From an optimization exercise on the open Yosys and OpenROAD flow, aimed at small area; shortcuts taken in it are not production practice.
The RTL was checked by simulation tests, not by an equivalence proof against the original design.
No activity file was given, so power comes from the tool's default toggle rates. The flow treats the clock pin as an ideal source, which a real chip does not have.

== run A ==
## zoom_hb
module zoom_hb (
  input  wire               clk,
  input  wire               rst,         
  input  wire [1:0]         n_hb,        
  input  wire               in_valid,
  input  wire signed [23:0] in_re,
  input  wire signed [23:0] in_im,
  output reg                out_valid,
  output wire signed [27:0] out_re,
  output wire signed [27:0] out_im
);
Size in the first run: about 3,900 cells after synthesis, about 110 I/O pins.
clock: 20.0 ns
lec_check: 0
cap_margin: 20
core_margin: 2
core_utilization: 70
slew_margin: 20
standard.sh (not shown) runs the stock make flow with config.mk's settings and CLKGATE_MAP_FILE= SYNTH_SCRIPT=/design/flow/synth_recipe.tcl, a recipe that flattens the netlist after the stock synthesis.
==> flow/flow/run.sh <==
#!/bin/bash
# Layout flow: the standard flow (standard.sh, unchanged synthesis), with
# changes to how the layout is made:
#  - the clock tree is built without dummy loads, with larger sink clusters;
#  - the ports are buffered with buf_1 instead of the default buffer;
#  - the buffers ABC put in during synthesis are removed at floorplan (the
#    placement's repair puts back what the loads need).
# make's full output goes to run_standard.log in this folder; ORFS keeps each
# tool's own log under orfs/logs/.
set -euo pipefail
cd "$(dirname "$0")/.."
bash standard.sh \
  "CTS_ARGS=-sink_clustering_enable -repair_clock_nets -dont_use_dummy_load -sink_clustering_size 36 -sink_clustering_max_diameter 100 -buf_list sky130_fd_sc_hd__clkbuf_16" \
  "BUFFER_PORTS_ARGS=-buffer_cell sky130_fd_sc_hd__buf_1" REMOVE_ABC_BUFFERS=1 \
  finish > run_standard.log 2>&1
Edits applied to the flow inputs when going from run A to run B:
-- flow/flow/run.sh --
<<< run A, line 13
  "CTS_ARGS=-sink_clustering_enable -repair_clock_nets -dont_use_dummy_load -sink_clustering_size 36 -sink_clustering_max_diameter 100 -buf_list sky130_fd_sc_hd__clkbuf_16" \
>>> run B, line 13
  "CTS_ARGS=-sink_clustering_enable -repair_clock_nets -dont_use_dummy_load -sink_clustering_size 20 -sink_clustering_max_diameter 50 -buf_list sky130_fd_sc_hd__clkbuf_8" \
-- flow/config.mk --
<<< run A, line 10
export CORE_UTILIZATION = 70
>>> run B, line 10
export CORE_UTILIZATION = 60
### Flow results
- Run B completed every stage of the flow, and the final layout passed the timing, design-rule and antenna checks.
- Looking at run B and run A, the multi-input combinational area share is a wash.
- Relative to run A, proportion of layout cells with a drive suffix above 1 has increased by 1.8 points in run B.
- Of run B and run A, run A shows the higher final estimated routing congestion in global placement, with run B below it.
- On run B: average routed wire per standard cell is 14% lower than what run A gave.
- Going from run A to run B, the number of placed cells counting well taps was found to have gone up by 196.
- Per the comparison of run B with run A, number of buffers other than clock buffers in the final layout fell by 7, async set-or-reset flop fraction in the synthesized netlist stayed essentially flat.
- Relative to run A, run B improves sum of net half-perimeters after detailed placement.
- Any difference in total power draw between run A and run B is small enough to ignore.
- In run B, the required time of the critical path came out 0.10 ns above the value in run A.
Modified inputs, run C compared to run B
-- flow/flow/run.sh --
<<< run B, line 13
  "CTS_ARGS=-sink_clustering_enable -repair_clock_nets -dont_use_dummy_load -sink_clustering_size 20 -sink_clustering_max_diameter 50 -buf_list sky130_fd_sc_hd__clkbuf_8" \
>>> run C, line 13
  "CTS_ARGS=-sink_clustering_enable -repair_clock_nets -dont_use_dummy_load -sink_clustering_size 30 -sink_clustering_max_diameter 80 -buf_list sky130_fd_sc_hd__clkbuf_16" \
-- flow/config.mk --
<<< run B, line 10
export CORE_UTILIZATION = 60
>>> run C, line 10
export CORE_UTILIZATION = 70
## What came out
Run C vs run B, critical path capture point: u_s2.r[17]$_SDFF_PP1_ vs u_s2.r[18]$_SDFF_PP0_
Max worst setup slack for register-to-register paths across run C and run B: run C
Internal power of the cells in run C is 0.00013 W above run B.
Going from run B to run C, post-place instance area lost 0.31%; number of levels in the clock H-tree shows a reduction of 1; number of placement rows saw a decrease.
Here is what was changed in the inputs of run D compared with run C.
==> flow/flow/run.sh <==
#!/bin/bash
# Layout flow: the standard flow (standard.sh, unchanged synthesis), with
# two changes to how the layout is made:
#  - the clock tree is built without dummy loads, from clkbuf_16 buffers that
#    each drive a cluster of up to 28 flip-flops;
#  - the ports are buffered with buf_1 instead of the default buffer.
# make's full output goes to run_standard.log in this folder; ORFS keeps each
# tool's own log under orfs/logs/.
set -euo pipefail
cd "$(dirname "$0")/.."
bash standard.sh \
  "CTS_ARGS=-sink_clustering_enable -repair_clock_nets -dont_use_dummy_load -sink_clustering_size 28 -sink_clustering_max_diameter 70 -buf_list sky130_fd_sc_hd__clkbuf_16" \
  "BUFFER_PORTS_ARGS=-buffer_cell sky130_fd_sc_hd__buf_1" \
  finish > run_standard.log 2>&1
-- flow/config.mk --
<<< run C, line 10
export CORE_UTILIZATION = 70
>>> run D, line 10
export CORE_UTILIZATION = 60
export CTS_BUF_LIST = sky130_fd_sc_hd__clkbuf_16
export CTS_CLUSTER_DIAMETER = 70
export CTS_CLUSTER_SIZE = 28
==> comparison <==
Run C vs run D, end point of the critical path: u_s2.r[17]$_SDFF_PP1_ vs u_s2.r[18]$_SDFF_PP0_
Run C ended up with sky130_fd_sc_hd__fa_1 as its worst-path cell with the longest stage delay; run D ended up with sky130_fd_sc_hd__nor2_1.
Compared with run C, in run D final cell count without fillers now larger, number of register bits inferred by synthesis has remained practically unchanged.
Run D has total power above what run C had.
Comparing run D and run C, routed wire length is higher on run C.
[compare] base=run C new=run D: global-route wire length before repair saw a decrease, final period demand of the worst path saw an increase, final core utilization saw a decrease.
In the metrics for run D and run C, the one carrying the higher number of global-route vias before repair is run C.

* * *

Setup of old:
Another version of the RTL of zoom_hb (not shown whole).
Size: ~3,700 cells after synthesis, about 2,600 flip-flops, roughly 110 I/O pins, roughly 60,000 sq um of cells after synthesis.
## zoom_hb
module zoom_hb (
  input  wire               clk,
  input  wire               rst,         
  input  wire [1:0]         n_hb,        
  input  wire               in_valid,
  input  wire signed [23:0] in_re,
  input  wire signed [23:0] in_im,
  output reg                out_valid,
  output wire signed [27:0] out_re,
  output wire signed [27:0] out_im
);
clock: 20.0 ns
lec_check: 0
cap_margin: 20
core_margin: 2
core_utilization: 60
slew_margin: 20
==> flow/flow/run.sh <==
#!/bin/bash
# Layout flow: the standard flow (standard.sh, unchanged synthesis), with
# changes to how the layout is made:
#  - the clock tree is built without dummy loads, with larger sink clusters;
#  - the ports are buffered with buf_1 instead of the default buffer;
#  - the buffers ABC put in during synthesis are removed at floorplan (the
#    placement's repair puts back what the loads need).
# make's full output goes to run_standard.log in this folder; ORFS keeps each
# tool's own log under orfs/logs/.
set -euo pipefail
cd "$(dirname "$0")/.."
bash standard.sh \
  "CTS_ARGS=-sink_clustering_enable -repair_clock_nets -dont_use_dummy_load -sink_clustering_size 20 -sink_clustering_max_diameter 50 -buf_list {sky130_fd_sc_hd__clkbuf_4 sky130_fd_sc_hd__clkbuf_8}" \
  "BUFFER_PORTS_ARGS=-buffer_cell sky130_fd_sc_hd__buf_1" REMOVE_ABC_BUFFERS=1 \
  finish > run_standard.log 2>&1
Changes in new relative to old:
diff --git a/flow/flow/run.sh b/flow/flow/run.sh
--- a/flow/flow/run.sh
+++ b/flow/flow/run.sh
@@ -11,5 +11,5 @@
 cd "$(dirname "$0")/.."
 bash standard.sh \
-  "CTS_ARGS=-sink_clustering_enable -repair_clock_nets -dont_use_dummy_load -sink_clustering_size 20 -sink_clustering_max_diameter 50 -buf_list {sky130_fd_sc_hd__clkbuf_4 sky130_fd_sc_hd__clkbuf_8}" \
+  "CTS_ARGS=-sink_clustering_enable -repair_clock_nets -dont_use_dummy_load -sink_clustering_size 20 -sink_clustering_max_diameter 50 -buf_list sky130_fd_sc_hd__clkbuf_8" \
   "BUFFER_PORTS_ARGS=-buffer_cell sky130_fd_sc_hd__buf_1" REMOVE_ABC_BUFFERS=1 \
   finish > run_standard.log 2>&1
diff --git a/flow/config.mk b/flow/config.mk
--- a/flow/config.mk
+++ b/flow/config.mk
@@ -6,4 +6,5 @@
 export NUM_CORES = 4
 export LEC_CHECK = 0
+export ABC_AREA = 1
 export CAP_MARGIN = 20
 export CORE_MARGIN = 2
==> summary.txt <==
new finished end to end and its layout was clean on timing, DRC and antenna. The core utilization was comparable across old and new. Relative to old, number of standard cells in the final layout excluding fillers increased by 291 in new. new: register-to-register path setup slack 800 ps above old. Changes observed in new relative to old: height of the chip was more or less identical, post-synthesis instance area held, transition time at the pin with the least slew margin has increased.

-- static timing again, ports no longer ideal --
Ports are ideal in the flow. The routed layouts listed here were re-timed in OpenROAD.
Step 1 sets driving cells, clkbuf_16 on the clock port and buf_2 on the other inputs (assumed; they add their load-dependent delay and slew).
Step 2 adds t to the input delays and takes it off the output delays; t is the mean of the earliest and latest rising clock arrival at the registers after step 1. Input paths then give back, and output paths get back, about the clock's delay inside the block.
a / b / c = ideal / step 1 / step 2; a / b = the first two.
run | shift t [ns] | slack for setup (ns) | worst register clock-pin slew, ns | worst data-port slew with drivers (ns)
run A | 0.721 | 7.979 / 7.979 / 7.979 | 0.12 / 0.12 | 0.18
run B | 0.855 | 7.880 / 7.880 / 7.880 | 0.11 / 0.11 | 0.15
run C | 0.720 | 8.060 / 8.060 / 8.060 | 0.11 / 0.11 | 0.17
run D | 0.733 | 7.955 / 7.955 / 7.955 | 0.10 / 0.10 | 0.17
old | 0.863 | 8.428 / 8.428 / 8.428 | 0.11 / 0.11 | 0.14
new | 0.880 | 9.231 / 9.231 / 9.231 | 0.12 / 0.12 | 0.13
After both steps setup and hold are still met in every run listed.
